This is an optimization exercise on Yosys and OpenROAD, whose aim is small area and a short achievable clock period, not a production implementation.
Only simulation tests tie the RTL to the original design; equivalence was not proved.
The clock port is modelled as an ideal driver; clocking choices that lean on that would not hold on a real chip.

`design.v`:
```
module fp8_mul (
    input  wire       fmt_a,       
    input  wire       fmt_b,
    input  wire [7:0] a,
    input  wire [7:0] b,
    output wire [8:0] v,           
    output wire [5:0] ep,
    output wire [6:0] t,
    output wire       nan,         
    output wire       pinf,        
    output wire       ninf,        
    output wire       infz         
);
    wire [3:0] sa, sb;
    wire [4:0] ua, ub;
    wire na, nb, ia, ib;
    fp8_decode u_da (.fmt(fmt_a), .x(a), .sig(sa), .ue(ua), .nan(na), .inf(ia));
    fp8_decode u_db (.fmt(fmt_b), .x(b), .sig(sb), .ue(ub), .nan(nb), .inf(ib));
    wire sign = a[7] ^ b[7];
    wire spec = na | nb | ia | ib;
    assign nan  = na | nb;
    wire za = (sa == 4'd0), zb = (sb == 4'd0);
    wire inf  = (ia | ib) & ~nan;
    assign infz = inf & ((za & ~ia) | (zb & ~ib));
    assign pinf = inf & ~infz & ~sign;
    assign ninf = inf & ~infz & sign;
    wire [3:0] pa = spec ? 4'd0 : sa;
    wire [3:0] r0 = pa & {4{sb[0]}}, r1 = pa & {4{sb[1]}}, r2 = pa & {4{sb[2]}}, r3 = pa & {4{sb[3]}};
    wire [4:0] q1 = add4(r0[3:1], r1);
    wire [4:0] q2 = add4(q1[4:1], r2);
    wire [4:0] q3 = add4(q2[4:1], r3);
    wire [7:0] p = {q3, q2[0], q1[0], r0[0]};
    wire [8:0] px = {1'b0, p} ^ {9{sign}};
    wire [9:0] vc;
    assign vc[0] = sign;
    genvar g;
    generate
        for (g = 0; g < 9; g = g + 1) begin : neg
            assign v[g]    = px[g] ^ vc[g];
            assign vc[g+1] = px[g] & vc[g];
        end
    endgenerate
    assign ep = add5(ua, ub);
    reg [2:0] msb;
    integer i;
    always @(*) begin
        msb = 3'd0;
        for (i = 0; i < 8; i = i + 1)
            if (p[i]) msb = i[2:0];
    end
    wire [6:0] tt = add7({1'b0, ep}, {4'd0, msb});
    assign t = (p == 8'd0) ? 7'd0 : tt;
    function [4:0] add4(input [3:0] x, input [3:0] y);
        integer k; reg c;
        begin
            c = 1'b0;
            for (k = 0; k < 4; k = k + 1) begin
                add4[k] = x[k] ^ y[k] ^ c;
                c = (x[k] & y[k]) | (x[k] & c) | (y[k] & c);
            end
            add4[4] = c;
        end
    endfunction
    function [5:0] add5(input [4:0] x, input [4:0] y);
        integer k; reg c;
        begin
            c = 1'b0;
            for (k = 0; k < 5; k = k + 1) begin
                add5[k] = x[k] ^ y[k] ^ c;
                c = (x[k] & y[k]) | (x[k] & c) | (y[k] & c);
            end
            add5[5] = c;
        end
    endfunction
    function [6:0] add7(input [6:0] x, input [6:0] y);
        integer k; reg c;
        begin
            c = 1'b0;
            for (k = 0; k < 7; k = k + 1) begin
                add7[k] = x[k] ^ y[k] ^ c;
                c = (x[k] & y[k]) | (x[k] & c) | (y[k] & c);
            end
        end
    endfunction
endmodule
module fp8_decode (
    input  wire       fmt,
    input  wire [7:0] x,
    output wire [3:0] sig,
    output wire [4:0] ue,
    output wire       nan,
    output wire       inf
);
    wire h4 = |x[6:3];
    wire h5 = |x[6:2];
    assign sig = fmt ? {h5, x[1:0], 1'b0} : {h4, x[2:0]};
    wire [3:0] e4 = h4 ? x[6:3] : 4'd1;
    assign ue  = fmt ? (h5 ? x[6:2] : 5'd1) : {e4[3], ~e4[3], e4[2:0]};    
    assign nan = fmt ? (&x[6:2] & |x[1:0]) : &x[6:0];
    assign inf = fmt & &x[6:2] & ~|x[1:0];
endmodule
module fp8_group_add #(
    parameter N = 16
) (
    input  wire           fmt_a,
    input  wire           fmt_b,
    input  wire [8*N-1:0] a,
    input  wire [8*N-1:0] b,
    output wire [45:0]    sum,       
    output wire [6:0]     emax,      
    output wire           g_nan,
    output wire           g_inf,
    output wire           g_neg,
    output wire           nan_in
);
    wire [9*N-1:0] v;
    wire [6*N-1:0] ep;
    wire [7*N-1:0] t;
    wire [N-1:0]   nan, pinf, ninf, infz;
    genvar j;
    generate
        for (j = 0; j < N; j = j + 1) begin : lane
            fp8_mul u_mul (
                .fmt_a(fmt_a), .fmt_b(fmt_b),
                .a(a[8*j +: 8]), .b(b[8*j +: 8]),
                .v(v[9*j +: 9]), .ep(ep[6*j +: 6]), .t(t[7*j +: 7]),
                .nan(nan[j]), .pinf(pinf[j]), .ninf(ninf[j]), .infz(infz[j])
            );
        end
    endgenerate
    assign nan_in = |nan;
    wire pos_inf = |pinf, neg_inf = |ninf;
    assign g_nan  = nan_in | (|infz) | (pos_inf & neg_inf);
    assign g_inf  = !g_nan & (pos_inf | neg_inf);
    assign g_neg  = neg_inf;
    function [6:0] sub7(input [6:0] x, input [6:0] y);
        integer k; reg c;
        begin
            c = 1'b1;
            for (k = 0; k < 7; k = k + 1) begin
                sub7[k] = x[k] ^ ~y[k] ^ c;
                c = (x[k] & ~y[k]) | (x[k] & c) | (~y[k] & c);
            end
        end
    endfunction
    function ge7(input [6:0] x, input [6:0] y);
        integer k; reg c;
        begin
            c = 1'b1;
            for (k = 0; k < 7; k = k + 1)
                c = (x[k] & ~y[k]) | (x[k] & c) | (~y[k] & c);
            ge7 = c;
        end
    endfunction
    function [6:0] max7(input [6:0] x, input [6:0] y);
        max7 = ge7(x, y) ? x : y;
    endfunction
    wire [7*8-1:0] m1;
    wire [7*4-1:0] m2;
    wire [7*2-1:0] m3;
    generate
        for (j = 0; j < 8; j = j + 1) begin : mx1
            assign m1[7*j +: 7] = max7(t[14*j +: 7], t[14*j+7 +: 7]);
        end
        for (j = 0; j < 4; j = j + 1) begin : mx2
            assign m2[7*j +: 7] = max7(m1[14*j +: 7], m1[14*j+7 +: 7]);
        end
        for (j = 0; j < 2; j = j + 1) begin : mx3
            assign m3[7*j +: 7] = max7(m2[14*j +: 7], m2[14*j+7 +: 7]);
        end
    endgenerate
    assign emax = max7(m3[6:0], m3[13:7]);
    wire [46*N-1:0] rows;
    generate
        for (j = 0; j < N; j = j + 1) begin : al
            wire [6:0] d = sub7(emax, {1'b0, ep[6*j +: 6]});
            wire [8:0] vj = v[9*j +: 9];
            wire signed [15:0] w0 = {vj, 7'd0};
            wire signed [15:0] w = w0 >>> d[2:0];
            wire [3:0] q = d[6:3];
            wire [41:0] y;
            genvar k;
            for (k = 0; k < 42; k = k + 1) begin : bit_
                localparam integer QA = (k >= 33) ? 0 : (33 - k + 7) / 8;    
                localparam integer MA = k - 33 + 8 * QA;
                wire ta = (q == QA) ? w[MA] : 1'b0;
                wire tb = (MA + 8 <= 15 && q == QA + 1) ? w[(MA + 8 <= 15) ? MA + 8 : 0] : 1'b0;
                wire ts = (q > QA + ((MA + 8 <= 15) ? 1 : 0)) ? w[15] : 1'b0;
                assign y[k] = ta | tb | ts;
            end
            assign rows[46*j +: 46] = {4'd0, ~y[41], y[40:0]};
        end
    endgenerate
    function [8:0] rca8(input [7:0] x, input [7:0] y, input ci);
        integer k; reg c;
        begin
            c = ci;
            for (k = 0; k < 8; k = k + 1) begin
                rca8[k] = x[k] ^ y[k] ^ c;
                c = (x[k] & y[k]) | (x[k] & c) | (y[k] & c);
            end
            rca8[8] = c;
        end
    endfunction
    function [9:0] rca9(input [8:0] x, input [8:0] y, input ci);
        integer k; reg c;
        begin
            c = ci;
            for (k = 0; k < 9; k = k + 1) begin
                rca9[k] = x[k] ^ y[k] ^ c;
                c = (x[k] & y[k]) | (x[k] & c) | (y[k] & c);
            end
            rca9[9] = c;
        end
    endfunction
    function [10:0] rca10(input [9:0] x, input [9:0] y, input ci);
        integer k; reg c;
        begin
            c = ci;
            for (k = 0; k < 10; k = k + 1) begin
                rca10[k] = x[k] ^ y[k] ^ c;
                c = (x[k] & y[k]) | (x[k] & c) | (y[k] & c);
            end
            rca10[10] = c;
        end
    endfunction
    function [11:0] rca11(input [10:0] x, input [10:0] y, input ci);
        integer k; reg c;
        begin
            c = ci;
            for (k = 0; k < 11; k = k + 1) begin
                rca11[k] = x[k] ^ y[k] ^ c;
                c = (x[k] & y[k]) | (x[k] & c) | (y[k] & c);
            end
            rca11[11] = c;
        end
    endfunction
    function [8:0] inc8(input [7:0] x);
        integer k; reg c;
        begin
            c = 1'b1;
            for (k = 0; k < 8; k = k + 1) begin
                inc8[k] = x[k] ^ c;
                c = x[k] & c;
            end
            inc8[8] = c;
        end
    endfunction
    function [9:0] inc9(input [8:0] x);
        integer k; reg c;
        begin
            c = 1'b1;
            for (k = 0; k < 9; k = k + 1) begin
                inc9[k] = x[k] ^ c;
                c = x[k] & c;
            end
            inc9[9] = c;
        end
    endfunction
    function [10:0] inc10(input [9:0] x);
        integer k; reg c;
        begin
            c = 1'b1;
            for (k = 0; k < 10; k = k + 1) begin
                inc10[k] = x[k] ^ c;
                c = x[k] & c;
            end
            inc10[10] = c;
        end
    endfunction
    function [11:0] inc11(input [10:0] x);
        integer k; reg c;
        begin
            c = 1'b1;
            for (k = 0; k < 11; k = k + 1) begin
                inc11[k] = x[k] ^ c;
                c = x[k] & c;
            end
            inc11[11] = c;
        end
    endfunction
    function [91:0] csa(input [45:0] x, input [45:0] y, input [45:0] z);
        csa = {((x & y) | (x & z) | (y & z)) << 1, x ^ y ^ z};
    endfunction
    wire [91:0] c0, c1, c2, c3, c4, c5, c6, c7, c8, c9, c10, c11, c12, c13;
    assign c0  = csa(rows[46*0 +: 46],  rows[46*1 +: 46],  rows[46*2 +: 46]);
    assign c1  = csa(rows[46*3 +: 46],  rows[46*4 +: 46],  rows[46*5 +: 46]);
    assign c2  = csa(rows[46*6 +: 46],  rows[46*7 +: 46],  rows[46*8 +: 46]);
    assign c3  = csa(rows[46*9 +: 46],  rows[46*10 +: 46], rows[46*11 +: 46]);
    assign c4  = csa(rows[46*12 +: 46], rows[46*13 +: 46], rows[46*14 +: 46]);
    assign c5  = csa(c0[45:0],  c0[91:46], c1[45:0]);
    assign c6  = csa(c1[91:46], c2[45:0],  c2[91:46]);
    assign c7  = csa(c3[45:0],  c3[91:46], c4[45:0]);
    assign c8  = csa(c5[45:0],  c5[91:46], c6[45:0]);
    assign c9  = csa(c6[91:46], c7[45:0],  c7[91:46]);
    assign c10 = csa(c8[45:0],  c8[91:46], c9[45:0]);
    assign c11 = csa(c9[91:46], c4[91:46], rows[46*15 +: 46]);
    assign c12 = csa(c10[45:0], c10[91:46], c11[45:0]);
    assign c13 = csa(c12[45:0], c12[91:46], c11[91:46]);
    wire [45:0] sx = c13[45:0], sy = c13[91:46];
    wire [45:0] s0;
    wire [8:0]  r0 = rca8(sx[7:0], sy[7:0], 1'b0);
    wire [8:0]  r1a = rca8(sx[15:8], sy[15:8], 1'b0);
    wire [9:0]  r2a = rca9(sx[24:16], sy[24:16], 1'b0);
    wire [10:0] r3a = rca10(sx[34:25], sy[34:25], 1'b0);
    wire [11:0] r4a = rca11(sx[45:35], sy[45:35], 1'b0);
    wire [8:0]  r1b = inc8(r1a[7:0]);
    wire [9:0]  r2b = inc9(r2a[8:0]);
    wire [10:0] r3b = inc10(r3a[9:0]);
    wire [11:0] r4b = inc11(r4a[10:0]);
    wire        k1 = r0[8];
    wire [7:0]  r1 = k1 ? r1b[7:0] : r1a[7:0];
    wire        k2 = r1a[8] | (k1 & r1b[8]);
    wire [8:0]  r2 = k2 ? r2b[8:0] : r2a[8:0];
    wire        k3 = r2a[9] | (k2 & r2b[9]);
    wire [9:0]  r3 = k3 ? r3b[9:0] : r3a[9:0];
    wire        k4 = r3a[10] | (k3 & r3b[10]);
    wire [10:0] r4 = k4 ? r4b[10:0] : r4a[10:0];
    assign s0 = {r4, r3, r2, r1, r0[7:0]};
    assign sum = {~s0[45], s0[44:0]};
endmodule
module fp8_group_round (
    input  wire [45:0] sum,
    input  wire [6:0]  emax,
    output wire [31:0] g           
);
    wire        neg = sum[45];
    wire [45:0] x = sum ^ {46{neg}};
    wire [45:0] mag;
    wire [46:0] cy;
    assign cy[0] = neg;
    genvar j;
    generate
        for (j = 0; j < 46; j = j + 1) begin : inc
            assign mag[j]  = x[j] ^ cy[j];
            assign cy[j+1] = x[j] & cy[j];
        end
    endgenerate
    wire [44:0] n0 = mag[44:0];
    wire z5 = ~|n0[44:13];
    wire [44:0] n1 = z5 ? {n0[12:0], 32'd0} : n0;
    wire z4 = ~|n1[44:29];
    wire [44:0] n2 = z4 ? {n1[28:0], 16'd0} : n1;
    wire        k2 = |n2[4:0];
    wire z3 = ~|n2[44:37];
    wire [44:5] n3 = z3 ? {n2[36:5], 8'd0} : n2[44:5];
    wire        k3 = k2 | |n3[12:5];
    wire z2 = ~|n3[44:41];
    wire [44:13] n4 = z2 ? {n3[40:13], 4'd0} : n3[44:13];
    wire        k4 = k3 | |n4[16:13];
    wire z1 = ~|n4[44:43];
    wire [44:17] n5 = z1 ? {n4[42:17], 2'd0} : n4[44:17];
    wire        k5 = k4 | |n5[18:17];
    wire z0 = ~n5[44];
    wire [44:19] n6 = z0 ? {n5[43:19], 1'd0} : n5[44:19];
    wire [5:0] lz = {z5, z4, z3, z2, z1, z0};
    wire [7:0] e;
    wire [8:0] ec;
    assign ec[0] = 1'b1;
    wire [7:0] ea = {1'b0, emax}, eb = 8'd95, el = ~{2'd0, lz};
    wire [7:0] es = ea ^ eb ^ el, eh = (ea & eb) | (ea & el) | (eb & el);
    generate
        for (j = 0; j < 8; j = j + 1) begin : ex
            wire yb = (j == 0) ? 1'b0 : eh[(j == 0) ? 0 : j - 1];
            assign e[j]    = es[j] ^ yb ^ ec[j];
            assign ec[j+1] = (es[j] & yb) | (es[j] & ec[j]) | (yb & ec[j]);
        end
    endgenerate
    wire guard = n6[20];
    wire stick = k5 | n6[19];
    wire up = guard & (stick | n6[21]);
    wire [30:0] enc = {e, n6[43:21]};
    wire [30:0] r;
    wire [31:0] rc;
    assign rc[0] = up;
    generate
        for (j = 0; j < 31; j = j + 1) begin : rnd
            assign r[j]    = enc[j] ^ rc[j];
            assign rc[j+1] = enc[j] & rc[j];
        end
    endgenerate
    assign g = n6[44] ? {neg, r} : 32'd0;
endmodule
module fp32_add (
    input  wire [31:0] x,
    input  wire [31:0] y,
    input  wire        y_nan,
    input  wire        y_inf,
    output wire [31:0] s,
    output wire        s_inf       
);
    wire       sx = x[31], sy = y[31];
    wire [7:0] ex = x[30:23], ey = y[30:23];
    wire [22:0] fx = x[22:0], fy = y[22:0];
    wire x_spec = (ex == 8'hFF);
    wire x_nan = x_spec && (fx != 0);
    wire x_inf = x_spec && (fx == 0);
    genvar j;
    reg x_big;
    integer q;
    always @(*) begin
        x_big = 1'b1;
        for (q = 0; q < 31; q = q + 1)
            x_big = (x[q] & ~y[q]) | (x[q] & x_big) | (~y[q] & x_big);
    end
    wire        sb = x_big ? sx : sy;
    wire        ss = x_big ? sy : sx;
    wire [7:0]  eb = x_big ? ex : ey;
    wire [7:0]  es = x_big ? ey : ex;
    wire [22:0] fb = x_big ? fx : fy;
    wire [22:0] fs = x_big ? fy : fx;
    wire [23:0] mb = {eb != 8'd0, fb};
    wire [23:0] ms = {es != 8'd0, fs};
    wire [7:0]  diff = rsub8(eb, es);
    wire [25:0] a0 = {ms, 2'd0};
    wire [25:0] a1 = diff[0] ? {1'd0,  a0[25:1]}  : a0;
    wire        t1 = diff[0] & a0[0];
    wire [25:0] a2 = diff[1] ? {2'd0,  a1[25:2]}  : a1;
    wire        t2 = t1 | (diff[1] & |a1[1:0]);
    wire [25:0] a3 = diff[2] ? {4'd0,  a2[25:4]}  : a2;
    wire        t3 = t2 | (diff[2] & |a2[3:0]);
    wire [25:0] a4 = diff[3] ? {8'd0,  a3[25:8]}  : a3;
    wire        t4 = t3 | (diff[3] & |a3[7:0]);
    wire [25:0] a5 = diff[4] ? {16'd0, a4[25:16]} : a4;
    wire        t5 = t4 | (diff[4] & |a4[15:0]);
    wire        far = |diff[7:5];
    wire [26:0] sm = far ? {26'd0, |ms} : {a5, t5};
    wire [26:0] big = {mb, 3'd0};
    wire        sub = sb ^ ss;
    wire [26:0] smx = sm ^ {27{sub}};
    wire [27:0] m;
    wire [9:0]  ad0 = rca9(big[8:0],   smx[8:0],   sub);
    wire [9:0]  ad1a = rca9(big[17:9],  smx[17:9],  1'b0);
    wire [9:0]  ad2a = rca9(big[26:18], smx[26:18], 1'b0);
    wire [9:0]  ad1b = inc9(ad1a[8:0]);
    wire [9:0]  ad2b = inc9(ad2a[8:0]);
    wire        q1 = ad0[9];
    wire        q2 = ad1a[9] | (q1 & ad1b[9]);
    wire        q3 = ad2a[9] | (q2 & ad2b[9]);
    assign m[8:0]   = ad0[8:0];
    assign m[17:9]  = q1 ? ad1b[8:0] : ad1a[8:0];
    assign m[26:18] = q2 ? ad2b[8:0] : ad2a[8:0];
    assign m[27]    = q3 ^ sub;
    wire z4 = ~|m[27:12];
    wire [27:0] n1 = z4 ? {m[11:0], 16'd0} : m;
    wire z3 = ~|n1[27:20];
    wire [27:0] n2 = z3 ? {n1[19:0], 8'd0} : n1;
    wire z2 = ~|n2[27:24];
    wire [27:0] n3 = z2 ? {n2[23:0], 4'd0} : n2;
    wire z1 = ~|n3[27:26];
    wire [27:0] n4 = z1 ? {n3[25:0], 2'd0} : n3;
    wire k4 = |n4[1:0];
    wire z0 = ~n4[27];
    wire [27:2] n5 = z0 ? {n4[26:2], 1'd0} : n4[27:2];
    wire [4:0] lz = {z4, z3, z2, z1, z0};
    wire zero = ~n5[27];
    wire [8:0] e = rsub9(rinc9({1'b0, eb}), {4'd0, lz});
    wire guard = n5[3];
    wire stick = k4 | n5[2];
    wire up = guard & (stick | n5[4]);
    wire [31:0] enc = {e, n5[26:4]};
    wire [7:0] bp, cb;
    wire [31:0] r;
    generate
        for (j = 0; j < 8; j = j + 1) begin : rnd
            assign bp[j] = &enc[4*j +: 4];
            if (j == 0) begin : c0
                assign cb[j] = up;
            end else begin : cn
                assign cb[j] = cb[j-1] & bp[j-1];
            end
            assign r[4*j]   = enc[4*j]   ^ cb[j];
            assign r[4*j+1] = enc[4*j+1] ^ (cb[j] & enc[4*j]);
            assign r[4*j+2] = enc[4*j+2] ^ (cb[j] & &enc[4*j +: 2]);
            assign r[4*j+3] = enc[4*j+3] ^ (cb[j] & &enc[4*j +: 3]);
        end
    endgenerate
    wire ovf = r[31] | &r[30:23];
    wire nan_res = x_nan || y_nan || (x_inf && y_inf && (sx != sy));
    assign s = nan_res ? 32'h7FC0_0000 :
               x_inf ? x :
               y_inf ? {sy, 31'h7F80_0000} :
               zero  ? {sx & sy, 31'd0} :
               ovf   ? {sb, 31'h7F80_0000} :
               {sb, r[30:0]};
    assign s_inf = ~nan_res & (x_inf | y_inf | (~zero & ovf));
    function [7:0] rsub8(input [7:0] a, input [7:0] b);
        integer k; reg c;
        begin
            c = 1'b1;
            for (k = 0; k < 8; k = k + 1) begin
                rsub8[k] = a[k] ^ ~b[k] ^ c;
                c = (a[k] & ~b[k]) | (a[k] & c) | (~b[k] & c);
            end
        end
    endfunction
    function [8:0] rsub9(input [8:0] a, input [8:0] b);
        integer k; reg c;
        begin
            c = 1'b1;
            for (k = 0; k < 9; k = k + 1) begin
                rsub9[k] = a[k] ^ ~b[k] ^ c;
                c = (a[k] & ~b[k]) | (a[k] & c) | (~b[k] & c);
            end
        end
    endfunction
    function [8:0] rinc9(input [8:0] a);
        integer k; reg c;
        begin
            c = 1'b1;
            for (k = 0; k < 9; k = k + 1) begin
                rinc9[k] = a[k] ^ c;
                c = a[k] & c;
            end
        end
    endfunction
    function [9:0] rca9(input [8:0] a, input [8:0] b, input ci);
        integer k; reg c;
        begin
            c = ci;
            for (k = 0; k < 9; k = k + 1) begin
                rca9[k] = a[k] ^ b[k] ^ c;
                c = (a[k] & b[k]) | (a[k] & c) | (b[k] & c);
            end
            rca9[9] = c;
        end
    endfunction
    function [9:0] inc9(input [8:0] a);
        integer k; reg c;
        begin
            c = 1'b1;
            for (k = 0; k < 9; k = k + 1) begin
                inc9[k] = a[k] ^ c;
                c = a[k] & c;
            end
            inc9[9] = c;
        end
    endfunction
endmodule
module fp8_dot_acc (
    input  wire         clk,
    input  wire         rst,           
    input  wire         in_valid,
    input  wire         in_fmt_a,      
    input  wire         in_fmt_b,
    input  wire         in_accumulate,
    input  wire [127:0] in_a,
    input  wire [127:0] in_b,
    output reg          out_valid,
    output reg  [31:0]  out_acc,
    output reg          out_nan_in,
    output reg          out_acc_inf
);
    localparam N = 16;
    reg         v0, fa0, fb0, ac0;
    reg [127:0] a0, b0;
    always @(posedge clk) begin
        v0  <= in_valid & ~rst;
        fa0 <= in_fmt_a;
        fb0 <= in_fmt_b;
        ac0 <= in_accumulate;
        a0  <= in_a;
        b0  <= in_b;
    end
    wire [45:0] sum;
    wire [6:0]  emax;
    wire        g_nan, g_inf, g_neg, nan_in;
    fp8_group_add #(.N(N)) u_gadd (
        .fmt_a(fa0), .fmt_b(fb0), .a(a0), .b(b0),
        .sum(sum), .emax(emax), .g_nan(g_nan), .g_inf(g_inf), .g_neg(g_neg), .nan_in(nan_in)
    );
    reg         v1, ac1, gn1, gi1, gs1, ni1;
    reg [45:0]  sum1;
    reg [6:0]   emax1;
    always @(posedge clk) begin
        v1    <= v0 & ~rst;
        ac1   <= ac0;
        gn1   <= g_nan;
        gi1   <= g_inf;
        gs1   <= g_neg;
        ni1   <= nan_in;
        sum1  <= sum;
        emax1 <= emax;
    end
    wire [31:0] g;
    fp8_group_round u_grnd (.sum(sum1), .emax(emax1), .g(g));
    reg         v2, ac2, gn2, gi2, ni2;
    reg [31:0]  g2;
    always @(posedge clk) begin
        v2  <= v1 & ~rst;
        ac2 <= ac1 | ~v1;
        gn2 <= gn1 & v1;
        gi2 <= gi1 & v1;
        ni2 <= ni1;
        g2  <= (gi1 | ~v1) ? {gs1 & v1, 31'd0} : g;
    end
    reg az;
    wire [31:0] acc_next;
    wire        acc_inf;
    fp32_add u_add (.x((ac2 & ~az) ? out_acc : 32'd0), .y(g2), .y_nan(gn2), .y_inf(gi2),
                    .s(acc_next), .s_inf(acc_inf));
    always @(posedge clk) begin
        out_valid   <= v2 & ~rst;
        az          <= rst | (az & ~v2);
        out_acc     <= acc_next;
        out_nan_in  <= ni2;
        out_acc_inf <= acc_inf;
    end
endmodule
```
`flow/run.sh`:
```
#!/bin/bash
# Own layout flow. It is the standard layout (standard.sh) with these
# changes to how the layout is made; the clock period and constraints are
# the standard flow's:
#  1. Synthesis: the standard synthesis script with Yosys's "synth -noabc",
#     so that the early ABC pass of synth's fine step does not restructure
#     the adders before extract_fa; otherwise ABC's XNOR/inverted-majority
#     choices leave an inverter on most full-adder pins. The final ABC
#     mapping uses abc_area.script here (area-oriented mapping, map -a,
#     with structural choices) in place of ORFS's abc_area.script. The standard
#     synthesis is run too, and its register instance names are given to
#     this netlist's registers (fixregs.py; the registers, their count and
#     cell types are the same). If they do not pair up, the standard netlist
#     is used.
#  2. The port buffers are sky130_fd_sc_hd__buf_1 cells (buffer_ports' own
#     choice is a slow clkdlybuf4s50 delay cell).
set -euo pipefail
W=$PWD
F=$W/flow
MARGIN=${MARGIN:-5}
RES=$W/orfs/results/$FLOW_PLATFORM/fp8_dot_acc/base
export BUFFER_PORTS_ARGS="-buffer_cell sky130_fd_sc_hd__buf_1"

# standard.sh with this flow's setup slack margin
sed -e "s/SETUP_SLACK_MARGIN=[0-9.]*//" \
    -e "s/\"\${@:-finish}\"/SETUP_SLACK_MARGIN=$MARGIN \"\${@:-finish}\"/" \
    standard.sh > flow_standard.sh

# 1. the standard synthesis (reference register names)
bash flow_standard.sh synth > flow_synth_standard.log 2>&1
cp "$RES/1_2_yosys.v" flow_standard_netlist.v

# the same synthesis without the early ABC pass, in its own work folder
sed -e 's/yosys synth -nofsm -noshare /yosys synth -nofsm -noshare -noabc /' \
    -e "1a proc abc {args} { set i [lsearch \$args -script]; if {\$i >= 0} { lset args [expr {\$i + 1}] $F/abc_area.script }; yosys abc {*}\$args }" \
    synth_recipe.tcl > flow_synth_noabc.tcl
grep -q -- '-noabc' flow_synth_noabc.tcl
sed -e "s#WORK_HOME=[^ ]*#WORK_HOME=$W/orfs_noabc#" \
    -e "s#SYNTH_SCRIPT=[^ ]*#SYNTH_SCRIPT=$W/flow_synth_noabc.tcl#" \
    -e '/^if \[\[/,$d' flow_standard.sh > flow_noabc.sh
NOABC=$W/orfs_noabc/results/$FLOW_PLATFORM/fp8_dot_acc/base/1_2_yosys.v
if bash flow_noabc.sh synth > flow_synth_noabc.log 2>&1 &&
   python3 "$F/fixregs.py" flow_standard_netlist.v "$NOABC" flow_noabc_netlist.v > flow_fixregs.log 2>&1; then
    cp flow_noabc_netlist.v "$RES/1_2_yosys.v"
    echo "using the -noabc netlist" >> flow_fixregs.log
else
    echo "using the standard netlist" >> flow_fixregs.log
fi

# 2. the standard flow up to CTS (1_synth.odb is rebuilt from 1_2_yosys.v)
bash flow_standard.sh cts > flow_layout_cts.log 2>&1

# 3. the clock port drives the first tree level directly
CTS_DB=$RES/4_1_cts.odb CLOCK_PORT=clk openroad -no_init -exit "$F/unroot.tcl" > flow_unroot.log 2>&1
cp "$RES/4_1_cts.odb" "$RES/4_cts.odb"
touch "$RES/4_cts.sdc"

# 4. the rest of the standard flow
bash flow_standard.sh > flow_layout.log 2>&1
```
`flow/abc_area.script`:
```
strash
dch -f
map -a
strash
dch -f
map -a
topo
stime -c
buffer -c
upsize -c
dnsize -c
```
`flow/fixregs.py`:
```
#!/usr/bin/env python3
"""fixregs.py REF NEW OUT: give NEW's flip-flops the instance names REF's have.

REF and NEW are Yosys netlists of the same RTL. Yosys names a register
instance after its RTL name and the flip-flop type it had when it was named
(for example \\out_acc[31]$_SDFF_PN0_); the type part can differ between two
syntheses. Every register must appear once in each, with the same cell type;
then OUT is NEW with each register instance renamed to REF's name. Exits 1,
writing nothing, if the registers do not pair up."""
import re
import sys

FF = re.compile(r'^(\s*)(sky130_fd_sc_hd__(?:e?dfx\w*|df\w*|sdf\w*|dl\w*))\s+(\S+)\s*\(', re.M)


def regs(text):
    out = {}
    for m in FF.finditer(text):
        typ, name = m.group(2), m.group(3)
        base = name.split('$', 1)[0]
        if base in out:
            sys.exit(f'two registers named {base}')
        out[base] = (name, typ)
    return out


ref_text = open(sys.argv[1]).read()
new_text = open(sys.argv[2]).read()
ref, new = regs(ref_text), regs(new_text)
if set(ref) != set(new):
    sys.exit(f'register sets differ: {sorted(set(ref) ^ set(new))[:10]}')
renames = {}
for base, (rname, rtyp) in ref.items():
    nname, ntyp = new[base]
    if rtyp != ntyp:
        sys.exit(f'{base}: cell {ntyp}, standard synthesis has {rtyp}')
    if nname != rname:
        renames[nname] = rname


def sub(m):
    name = m.group(3)
    if name in renames:
        return f'{m.group(1)}{m.group(2)} {renames[name]} ('
    return m.group(0)


out = FF.sub(sub, new_text)
check = regs(out)
assert all(check[b][0] == ref[b][0] for b in ref)
open(sys.argv[3], 'w').write(out)
print(f'{len(ref)} registers, {len(renames)} renamed: {renames}')
```
`flow/unroot.tcl`:
```
set db_file $::env(CTS_DB)
read_db $db_file
set block [ord::get_db_block]
set port_net [$block findNet $::env(CLOCK_PORT)]
set loads [$port_net getITerms]
if {[llength $loads] != 1} {
  puts "unroot: clock port has [llength $loads] loads, nothing done"
  exit 0
}
set root [[lindex $loads 0] getInst]
set master [[$root getMaster] getName]
if {![string match "sky130_fd_sc_hd__clkbuf_*" $master]} {
  puts "unroot: root is $master, nothing done"
  exit 0
}
set out_net ""
foreach it [$root getITerms] {
  if {[$it isOutputSignal]} { set out_net [$it getNet] }
}
set sinks {}
foreach it [$out_net getITerms] {
  if {[$it getInst] != $root} { lappend sinks $it }
}
if {[llength $sinks] > 4 || [llength [$out_net getBTerms]] > 0} {
  puts "unroot: root drives [llength $sinks] pins, nothing done"
  exit 0
}
puts "unroot: removing [$root getName] ($master), port drives [llength $sinks] pins"
foreach it $sinks {
  $it disconnect
  $it connect $port_net
}
odb::dbInst_destroy $root
odb::dbNet_destroy $out_net
write_db $db_file
```
`standard.sh`:
```
#!/bin/bash
# synth_recipe.tcl (not shown) runs the flow's synth.tcl, then flattens the netlist and writes it again
# the make line also repeats each setting of config.mk as NAME=value (left out here)
make -C /OpenROAD-flow-scripts/flow DESIGN_CONFIG=/design/flow/config.mk WORK_HOME=/design/flow/orfs CLKGATE_MAP_FILE= SYNTH_SCRIPT=/design/flow/synth_recipe.tcl "${@:-finish}"
```
`config.mk`:
```
export PLATFORM = sky130hd
export DESIGN_NAME = fp8_dot_acc
export DESIGN_NICKNAME = fp8_dot_acc
export VERILOG_FILES = /design/flow/design.v
export SDC_FILE = /design/flow/constraint.sdc
export NUM_CORES = 4
export LEC_CHECK = 0
export ABC_AREA = 1
export CAP_MARGIN = 20
export CORE_MARGIN = 2
export CORE_UTILIZATION = 65
export CTS_CLUSTER_DIAMETER = 120
export CTS_CLUSTER_SIZE = 24
export PLACE_DENSITY = 0.72
export SETUP_SLACK_MARGIN = 5
export SLEW_MARGIN = 20
```
`constraint.sdc`:
```
create_clock -name core_clock -period 150.0 [get_ports {clk}]
set_input_delay 30.0000 -clock core_clock [delete_from_list [all_inputs] [get_ports {clk}]]
set_output_delay 30.0000 -clock core_clock [all_outputs]
set_load 0.01 [all_outputs]
```
==> run_results.csv, run 1 <==
group,metric,value,unit
worst_setup_path,worst_ep_arrival_time,1040,ps
die,rows,118,
grt,antenna_found_initial,2,
grt,grt_max_degree,103,
worst_setup_path,cpMaxStageDelayCell,"dfxtp_1",
grt,grt_use_total,47.8,%
cts,cts.sinks,392,
yosys,syn_area,0.0676,mm2
worst_setup_path,crit_type,"reg -> out",
worst_setup_path,crit_family,"flip-flops",
worst_setup_path,worstPathRequired,120000,ps
yosys,avgSynthCellArea,7.53,um2
timing,worstMarginPinSlew,1150,ps
worst_setup_path,crit_path_start_kind,"flop",
die,die_w,326,um
drt,route.detailed.drc,0,
cts,cts_hold_buf,0,
timing,drv_slew,0,
yosys,yosysWarnings,4,
yosys,synth_fp_nets,10700,
drt,vias,67700,
timing,rsz0062_at_grt,"false",
placed_design,gp_congestion,1.14,
cells_and_area,final_cells,10500,
cells_and_area,fin_nets,10800,
worst_setup_path,regToRegSetupSlack,122110,ps
drt,drt_iter0_drc,9593,
worst_setup_path,worstReg2RegEnd,"sum1[37]",
grt,globalRouteOverflowTotal,0,
cts,cts_tree,"yes",
timing,setup_viol,0,
die,core,0.103,mm2
placed_design,dp_hpwl,221,mm
timing,fin_crit_sh,20.7,%
die,die-area,0.107,mm2
timing,slew-limit-headroom,22.4,%
timing,tns,0,ps
timing,hold_viol,0,
timing,period_minus_slack,31040,ps
flow_run,cap_violations,0,
cts,clk_latency,490,ps
timing,clock_skew,21.4,ps
worst_setup_path,endpoint_kind,"primary output",
cts,postCtsSetupBuffers,0,
worst_setup_path,worst-path-max-fanout,4,
cts,cts_inserted_buffers,23,
grt,grt_pass1_vias,64400,
die,ios,297,
cells_and_area,synthToLayoutAreaGrowth,4.61,%
cells_and_area,fillCellCount,8465,
placed_design,placed_cells,10400,
cts,clockBufferDepth,3,
grt,grt_pass1_wl,384,mm
drt,wl,261,mm
drt,post_drt_wl_per_cell,24.9,um
cells_and_area,final_cell_mix,"1921 x nand2_1, 1007 x inv_1, 965 x nor2_1, 963 x fa_1, 829 x o21ai_0",
worst_setup_path,cp_num_buf_inv,1,
hold_path,hold_class,"reg -> reg",
run_status,status,"no timing/DRC/antenna violations",
hold_path,min_to,"ni2",
cells_and_area,fin_util,68.4,%
yosys,synthCells,8976,
placed_design,io_buffers,296,
cts,cts_max_level,1,
die,initial_utilization,65.4,%
cts,cts_resized,0,
drt,drtAntennaViolNets,0,
worst_setup_path,r2r_cells,88,
worst_setup_path,max_stage_delay,390,ps
cts,cts.clk_slew.worst_paths,100,ps
worst_setup_path,path_cells,"buf_1",
drt,route.detailed.vias_per_inst,6.46,
hold_path,holdPathStages,0,
cells_and_area,mostFrequentLayoutCell,"nand2_1",
drt,first_pass_iters,10,
cts,root_buffer,"clkbuf_16",
worst_setup_path,r2r_start,"fa0",
die,die_y,326,um
timing,timing.fmax,0.0322,GHz
hold_path,hold_start,"ni1",
cells_and_area,drive_gt1_share,3.65,%
-- state kept, by name (all words and copies together) (netlist names), 7 cells and up --
name,cells
g2,32
sum1,46
out_acc,32
a0,128
emax1,7
b0,128
-- final cells by class --
| class | count | area, um2 | area share [%] |
|---|---|---|---|
| sequential | 392 | 7860 | 11.1 |
| clock inverter | 7 | 120 | 0.170 |
| clock buffer | 25 | 562 | 0.795 |
| multi-input combinational | 7213 | 54500 | 77.1 |
| timing repair buffer | 412 | 1980 | 2.80 |
| tap | 1380 | 1730 | 2.44 |
| antenna | 1 | 2.50 | 0.00354 |
| inverter | 1042 | 3910 | 5.53 |
-- per-stage QoR --
step / setup slack (ps) / hold WS, ps / cell area, um2
4_1_cts: 118800 / 350 / 70700
2_1_floorplan: 119610 / 310 / 67600
5_1_grt: 118930 / 359 / 70700
3_5_place_dp: 119480 / 320 / 70000
6_report: 118960 / 358 / 70700
3_3_place_gp: 119490 / 313 / 70000
-- how the worst max path moves through the flow --
stage                     cells after the start  slack (ps)   startpoint           to
after CTS                                     1      118800  out_acc[31]  out_acc[31]
after detailed placement                      1      119480  out_acc[23]  out_acc[23]
after global placement                        1      119490  out_acc[31]  out_acc[31]
final                                         1      118960  out_acc[27]  out_acc[27]
after global routing                          1      118930  out_acc[23]  out_acc[23]
after floorplan                               0      119610  out_acc[31]  out_acc[31]
-- per-layer routing --
| metal | GRT usage [%] | wire (um) | share of wire [%] |
|---|---|---|---|
| met4 | 32.8 | 22600 | 8.7 |
| met2 | 71.1 | 108000 | 42 |
| met5 | 0 | 23 | 0.0088 |
| met1 | 60.3 | 95400 | 37 |
| met3 | 13.7 | 34600 | 13 |
==> inputs of run 2 (changes only) <==
--- a/flow/run.sh
+++ b/flow/run.sh
@@ -6,8 +6,8 @@
 #     so that the early ABC pass of synth's fine step does not restructure
 #     the adders before extract_fa; otherwise ABC's XNOR/inverted-majority
 #     choices leave an inverter on most full-adder pins. The final ABC
-#     mapping uses abc_area.script here (area-oriented mapping, map -a,
-#     with structural choices) in place of ORFS's abc_area.script. The standard
+#     mapping uses abc_area.script here (area-oriented mapping, map -a, and
+#     gate down-sizing only; OpenROAD buffers and repairs) in place of ORFS's abc_area.script. The standard
 #     synthesis is run too, and its register instance names are given to
 #     this netlist's registers (fixregs.py; the registers, their count and
 #     cell types are the same). If they do not pair up, the standard netlist
==> flow/abc_area.script (replaced) <==
strash
dch -f
map -a
strash
dch -f
map -a
topo
stime -c
dnsize -c
==> run 2 against run 1 <==
- clock skew up 2.8 ps
- worst hold slack got worse by 21 ps
- still clean on timing, DRC and antenna
- critical path depth is the same
- via count is 1.8% lower
- first-iteration DRC count shrank 15%
- count of clock-buffer cells in the layout shrank 4
- area after synthesis fell by 2.2%
==> run_results.csv, run 2 <==
group,metric,value,unit
cts,cts_tree,"yes",
yosys,synth_fp_nets,10400,
cts,root_buffer,"clkbuf_16",
die,die_y,323,um
die,rows,117,
grt,grt_pass1_wl,365,mm
drt,drt_iter0_drc,8170,
yosys,syn_area,0.0661,mm2
drt,post_drt_wl_per_cell,23.5,um
worst_setup_path,crit_family,"flip-flops",
cells_and_area,top_regs,"a0 x128, b0 x128, sum1 x46",
drt,drtAntennaViolNets,0,
cells_and_area,seq_area,0.00786,mm2
cts,postCtsSetupBuffers,0,
cts,cts_resized,0,
worst_setup_path,max_stage_delay,400,ps
timing,slew-limit-headroom,21.5,%
timing,clock_skew,24.2,ps
timing,hold_viol,0,
run_status,status,"no timing/DRC/antenna violations",
grt,grt_use_total,46.5,%
placed_design,io_buffers,296,
hold_path,hold_start,"ni1",
drt,first_pass_iters,7,
cells_and_area,fin_util,69.4,%
grt,grt_max_degree,101,
worst_setup_path,worstPathRequired,120000,ps
timing,rsz0062_at_grt,"false",
timing,fin_crit_sh,20.7,%
die,ios,297,
cts,cts_max_level,1,
drt,route.detailed.drc,0,
drt,route.detailed.vias_per_inst,6.36,
yosys,yosysWarnings,4,
grt,antenna_found_initial,5,
drt,vias,66500,
cts,cts_hold_buf,0,
placed_design,dp_hpwl,209,mm
cells_and_area,final_cell_mix,"1929 x nand2_1, 1036 x clkinv_1, 974 x nor2_1, 963 x fa_1, 879 x o21ai_0",
worst_setup_path,path_cells,"buf_1",
timing,drv_slew,0,
grt,globalRouteOverflowTotal,0,
die,die-area,0.104,mm2
hold_path,hold_class,"reg -> reg",
cells_and_area,multiInputGateArea,0.0543,mm2
yosys,avgSynthCellArea,7.62,um2
cts,clockBufferDepth,3,
cells_and_area,fin_nets,10800,
drt,wl,245,mm
grt,grt_pass1_vias,62400,
die,core,0.101,mm2
cts,cts.sinks,392,
placed_design,dpl_worst_slack,119460,ps
yosys,synthCells,8679,
placed_design,placed_cells,10400,
worst_setup_path,cp_num_buf_inv,1,
timing,setup_viol,0,
cts,clk_latency,470,ps
worst_setup_path,crit_path_start,"out_acc[30]",
worst_setup_path,crit_path_start_kind,"flop",
cells_and_area,drive_gt1_share,2.90,%
worst_setup_path,worst_ep_arrival_time,1030,ps
worst_setup_path,endpoint_kind,"primary output",
die,initial_utilization,65.3,%
timing,worstMarginPinSlew,1160,ps
worst_setup_path,cpMaxStageDelayCell,"dfxtp_1",
worst_setup_path,r2r_start,"fb0",
timing,timing.fmax,0.0322,GHz
cts,cts.clk_slew.worst_paths,100,ps
cells_and_area,mostFrequentLayoutCell,"nand2_1",
placed_design,gp_congestion,1.20,
cells_and_area,synthToLayoutAreaGrowth,6.34,%
timing,tns,0,ps
timing,period_minus_slack,31030,ps
cts,cts_inserted_buffers,20,
flow_run,cap_violations,0,
timing,worst_slack,118970,ps
cells_and_area,final_cells,10500,
cells_and_area,fillCellCount,8136,
die,die_w,323,um
worst_setup_path,worst-path-max-fanout,4,
worst_setup_path,crit_type,"reg -> out",
run 2: stage by stage:
step,instance area [um2],hold slack [ps]
floorplan,66100,310
global placement,69800,314
detailed placement,69800,316
CTS,70300,335
global route,70300,339
finish,70300,337
run 2: area by class of cell:
type,instances,share of cell area (%)
antenna,3,0.0107
clock buffer,21,0.731
tap,1368,2.43
clock inverter,2,0.0302
inverter,1042,5.56
multi-input combinational,7213,77.3
sequential,392,11.2
timing repair buffer,411,2.81
run 2: final timing paths:
path / cells after the start / to / slack (ps)
min reg2reg: 0 / ni2 / 340
max: 1 / out_acc[30] / 118970
min: 0 / ni2 / 340
max reg2reg: 90 / sum1[38] / 121280
run 2: layer usage:
metal,vias up,track usage [%],part of all wire (%)
li1,30100,-,-
met1,31100,57.8,37
met2,4421,69.2,42
met3,835,15.4,13
met4,6,30.6,8.4
met5,-,0.0926,0.020
==> inputs of run 3 (changes only) <==
==> flow/abc_area.script (replaced) <==
strash
dch -f
map -a
strash
dch -f
map -a
strash
dch -f
map -a
topo
stime -c
dnsize -c
==> run 3 against run 2 <==
- routed wire length increased by 1.5%
- clock skew increased by 20 ps
- global-route usage increased by 0.87 points
- synthesized cell count decreased by 2.3%
- count of clock-buffer cells in the layout increased by 1
- non-clock buffer count decreased by 40
- sequential cell count unchanged
- die area decreased by 0.40%
- critical path depth unchanged
- critical path type unchanged
- critical endpoint is now out_acc[26]
==> run_results.csv, run 3 <==
group,metric,value,unit
timing,worstMarginPinSlew,1260,ps
grt,antenna_found_initial,3,
grt,grt_max_degree,97,
worst_setup_path,worstReg2RegEnd,"sum1[42]",
hold_path,holdPathStages,0,
timing,hold_viol,0,
cts,postCtsSetupBuffers,0,
worst_setup_path,path_cells,"buf_1",
grt,globalRouteOverflowTotal,0,
die,die-area,0.104,mm2
drt,drt_iter0_drc,8614,
worst_setup_path,cp_num_buf_inv,1,
worst_setup_path,regToRegSetupSlack,120640,ps
worst_setup_path,crit_type,"reg -> out",
cts,cts_inserted_buffers,23,
worst_setup_path,r2r_start,"fa0",
cells_and_area,fillCellCount,7844,
die,core,0.100,mm2
die,die_w,322,um
timing,clock_skew,44.5,ps
die,rows,116,
worst_setup_path,cpMaxStageDelayCell,"dfxtp_1",
drt,route.detailed.vias_per_inst,6.49,
timing,setup_viol,0,
hold_path,hold_class,"reg -> reg",
placed_design,io_buffers,296,
yosys,synthCells,8482,
worst_setup_path,endpoint,"out_acc[26]",
cells_and_area,mostFrequentLayoutCell,"nand2_1",
timing,rsz0062_at_grt,"false",
cts,root_buffer,"clkbuf_16",
cts,cts.sinks,392,
cts,cts.clk_slew.worst_paths,90,ps
grt,grt_pass1_vias,63500,
cells_and_area,top_regs,"a0 x128, b0 x128, sum1 x46",
cells_and_area,final_cells,10200,
drt,post_drt_wl_per_cell,24.4,um
cts,cts_max_level,1,
yosys,avgSynthCellArea,7.76,um2
worst_setup_path,crit_path_start,"out_acc[26]",
cells_and_area,final_cell_mix,"1607 x nand2_1, 1166 x clkinv_1, 963 x fa_1, 939 x nor2_1, 861 x o21ai_0",
die,ios,297,
drt,drtAntennaViolNets,0,
grt,grt_pass1_wl,370,mm
worst_setup_path,worst-path-max-fanout,3,
grt,grt_use_total,47.4,%
placed_design,gp_congestion,1.18,
worst_setup_path,crit_path_start_kind,"flop",
placed_design,placed_cells,10200,
timing,slew-limit-headroom,15.4,%
cts,clk_latency,520,ps
timing,timing.fmax,0.0322,GHz
worst_setup_path,crit_family,"flip-flops",
cells_and_area,drive_gt1_share,2.44,%
drt,first_pass_iters,9,
yosys,syn_area,0.0659,mm2
timing,fin_crit_sh,20.7,%
yosys,yosysWarnings,4,
worst_setup_path,max_stage_delay,380,ps
worst_setup_path,endpoint_kind,"primary output",
cts,clockBufferDepth,3,
cells_and_area,synthToLayoutAreaGrowth,6.18,%
cells_and_area,seq_area,0.00786,mm2
cells_and_area,multiInputGateArea,0.0536,mm2
cts,cts_tree,"yes",
timing,tns,0,ps
run_status,status,"no timing/DRC/antenna violations",
die,initial_utilization,65.7,%
yosys,synth_fp_nets,10200,
timing,period_minus_slack,31100,ps
cts,cts_hold_buf,0,
worst_setup_path,worstPathRequired,120000,ps
drt,vias,66200,
drt,wl,249,mm
worst_setup_path,cp.depth,1,
worst_setup_path,r2r_cells,83,
cts,cts_resized,0,
cells_and_area,fin_nets,10600,
placed_design,dp_hpwl,209,mm
die,die_y,322,um
flow_run,cap_violations,0,
worst_setup_path,worst_ep_arrival_time,1100,ps
drt,route.detailed.drc,0,
timing,drv_slew,0,
==> run 3: layer usage <==
metal	wire [um]	share of wire (%)	vias up	track usage, %
met5	7	0.0028	-	0
met4	22100	8.9	2	32.5
met3	31200	13	1011	14.6
met2	108000	43	4429	73.7
met1	88100	35	31200	56.4
li1	-	-	29600	-
==> run 3: final cells by class <==
| type | instances | area share [%] |
|---|---|---|
| Antenna cell | 5 | 0.0179 |
| Timing Repair Buffer | 371 | 2.43 |
| Multi-Input combinational cell | 6888 | 76.6 |
| Sequential cell | 392 | 11.2 |
| Tap cell | 1357 | 2.43 |
| Clock buffer | 22 | 0.787 |
| Inverter | 1170 | 6.28 |
| Clock inverter | 9 | 0.215 |
==> run 3: worst min path at each step <==
stage / start / to / slack (ps)
2_1_floorplan: ac0 / ac1 / 310
3_3_place_gp: ni1 / ni2 / 310
3_5_place_dp: ni1 / ni2 / 320
4_1_cts: ni1 / ni2 / 340
5_1_grt: ni1 / ni2 / 350
6_report: ni1 / ni2 / 340
==> run 3: metrics by stage <==
stage / util, % / instance area (um2) / worst slack (ps) / hold WS [ps]
after floorplan: - / 65900 / 119040 / 310
after global placement: 69.0 / 69200 / 119460 / 310
after detailed placement: 69.0 / 69200 / 119450 / 319
after CTS: 69.7 / 69900 / 118740 / 340
after global routing: 69.7 / 69900 / 118880 / 346
final: 69.7 / 69900 / 118910 / 340
==> inputs of run 4 (changes only) <==
--- a/config.mk
+++ b/config.mk
@@ -8,9 +8,9 @@
 export ABC_AREA = 1
 export CAP_MARGIN = 20
 export CORE_MARGIN = 2
-export CORE_UTILIZATION = 65
+export CORE_UTILIZATION = 70
 export CTS_CLUSTER_DIAMETER = 120
 export CTS_CLUSTER_SIZE = 24
-export PLACE_DENSITY = 0.72
+export PLACE_DENSITY = 0.76
 export SETUP_SLACK_MARGIN = 5
 export SLEW_MARGIN = 20
==> run 4 against run 3 <==
- via count hardly changed
- sequential cell count stayed put
- first-iteration DRC count is 2.7% higher
- final area is 0.44% lower
- count of clock-buffer cells in the layout is 2 higher
- still clean
- register-to-register slack better by 40 ps
- routed wire length is 4.3% lower
- non-clock buffer count is 20 lower
- worst hold slack worse by 3.7 ps
- global-route usage is 1.2 points higher
- critical endpoint is now out_acc[23]
- area after synthesis stayed put
==> run_results.csv, run 4 <==
group,metric,value,unit
run_status,status,"no timing/DRC/antenna violations",
drt,wl,238,mm
cells_and_area,top_regs,"a0 x128, b0 x128, sum1 x46",
timing,rsz0062_at_grt,"false",
drt,post_drt_wl_per_cell,23.6,um
timing,timing.fmax,0.0322,GHz
worst_setup_path,crit_family,"flip-flops",
cts,cts.sinks,392,
die,core,0.0933,mm2
yosys,synthCells,8482,
worst_setup_path,cp_num_buf_inv,1,
cts,cts_hold_buf,0,
timing,fin_crit_sh,20.7,%
cells_and_area,fillCellCount,6970,
grt,globalRouteOverflowTotal,0,
worst_setup_path,worstReg2RegEnd,"sum1[36]",
yosys,syn_area,0.0659,mm2
placed_design,placed_cells,10100,
cts,clockBufferDepth,3,
cells_and_area,final_cells,10100,
worst_setup_path,endpoint,"out_acc[23]",
worst_setup_path,crit_type,"reg -> out",
worst_setup_path,crit_path_start,"out_acc[23]",
worst_setup_path,path_cells,"buf_1",
cells_and_area,fin_nets,10500,
timing,hold_viol,0,
yosys,avgSynthCellArea,7.76,um2
placed_design,io_buffers,296,
placed_design,gp_congestion,1.20,
placed_design,dp_hpwl,199,mm
drt,route.detailed.vias_per_inst,6.56,
placed_design,dpl_worst_slack,119440,ps
drt,vias,66200,
worst_setup_path,crit_path_start_kind,"flop",
die,die-area,0.0966,mm2
worst_setup_path,r2r_cells,86,
yosys,yosysWarnings,4,
cells_and_area,synthToLayoutAreaGrowth,5.71,%
timing,drv_slew,0,
yosys,synth_fp_nets,10200,
cells_and_area,mostFrequentLayoutCell,"nand2_1",
cts,cts_max_level,1,
grt,grt_use_total,48.6,%
cells_and_area,multiInputGateArea,0.0536,mm2
grt,grt_max_degree,96,
timing,setup_viol,0,
worst_setup_path,r2r_start,"fa0",
worst_setup_path,endpoint_kind,"primary output",
worst_setup_path,worst_ep_arrival_time,1090,ps
cts,cts_resized,0,
cts,postCtsSetupBuffers,0,
drt,route.detailed.drc,0,
cts,cts_tree,"yes",
cells_and_area,drive_gt1_share,2.15,%
cts,cts_inserted_buffers,23,
worst_setup_path,cp.depth,1,
worst_setup_path,regToRegSetupSlack,120680,ps
flow_run,cap_violations,0,
grt,grt_pass1_vias,63900,
cells_and_area,final_cell_mix,"1607 x nand2_1, 1167 x clkinv_1, 963 x fa_1, 939 x nor2_1, 860 x o21ai_0",
timing,period_minus_slack,31090,ps
grt,antenna_found_initial,8,
drt,drt_iter0_drc,8843,
drt,drtAntennaViolNets,0,
cts,clk_latency,490,ps
timing,worst_slack,118910,ps
timing,tns,0,ps
cells_and_area,fin_util,74.6,%
die,rows,112,
hold_path,hold_class,"reg -> reg",
die,ios,297,
cts,cts.clk_slew.worst_paths,100,ps
die,die_y,311,um
drt,first_pass_iters,7,
timing,clock_skew,31.0,ps
timing,worstMarginPinSlew,1320,ps
worst_setup_path,worst-path-max-fanout,5,
timing,slew-limit-headroom,11.0,%
die,initial_utilization,70.6,%
worst_setup_path,max_stage_delay,410,ps
die,die_w,311,um
cts,root_buffer,"clkbuf_16",
cells_and_area,seq_area,0.00786,mm2
worst_setup_path,cpMaxStageDelayCell,"dfxtp_1",
grt,grt_pass1_wl,361,mm
worst_setup_path,worstPathRequired,120000,ps
-- run 4: per-stage QoR --
step,area [um2],hold WS [ps]
2_1_floorplan,65900,310
3_3_place_gp,68900,311
3_5_place_dp,68900,316
4_1_cts,69600,337
5_1_grt,69600,342
6_report,69600,336
-- run 4: how the worst min path moves through the flow --
stage,from,end,cells past startpoint
global route,ni1,ni2,0
CTS,ni1,ni2,0
global placement,ni1,ni2,0
finish,ni1,ni2,0
floorplan,ac0,ac1,0
detailed placement,ni1,ni2,0
-- run 4: final cells by class --
class / instances / share of cell area (%)
multi-input cells: 6888 / 76.9
flip-flops and latches: 392 / 11.3
inverters: 1170 / 6.31
well taps: 1254 / 2.25
repair buffers: 351 / 2.22
clock buffers: 24 / 0.816
clock inverters: 5 / 0.151
diodes: 4 / 0.0144
-- run 4: metal layers --
metal	up-vias	part of all wire (%)	GRT usage, %
li1	29600	-	-
met1	30900	35	58.9
met2	4712	43	75.4
met3	1053	13	14.7
met4	6	8.3	31.4
met5	-	0.015	0
-- run 4: worst register-to-register path: cells and delay by family (launching register included) --
family	cells	cell delay, ps
simple gates	14	3350
fa+ha+maj	35	14980
compound gates	26	7080
mux	1	420
flops	1	750
buf+inv	10	2600

-- port drivers added, routing unchanged --
The flow's constraints put no driver on any port. The routed layouts listed below were extracted and timed again, unchanged, in two steps. Step 1 assumes that a clkbuf_16 drives the clock port and a buf_2 every other input. Step 2 times the ports against the registers' clock, not the clock port: input delays grow and output delays shrink by t, the midpoint of the rising clock arrivals with the driver on. Three values: no drivers, after step 1, after step 2; two values: the first two.
run | shift t [ns] | setup slack, ns | hold slack, ns | worst data-port slew with drivers (ns) | cell pins on the clock port's net
run 1 | 0.577 | 118.963 / 118.862 / 119.439 | 0.358 / 0.358 / 0.358 | 0.05 | 2
run 2 | 0.565 | 118.973 / 118.865 / 119.430 | 0.337 / 0.337 / 0.337 | 0.05 | 2
run 3 | 0.609 | 118.905 / 118.800 / 119.408 | 0.340 / 0.340 / 0.340 | 0.05 | 2
run 4 | 0.579 | 118.914 / 118.808 / 119.386 | 0.336 / 0.336 / 0.336 | 0.05 | 2
After both steps setup and hold are still met in every run listed.
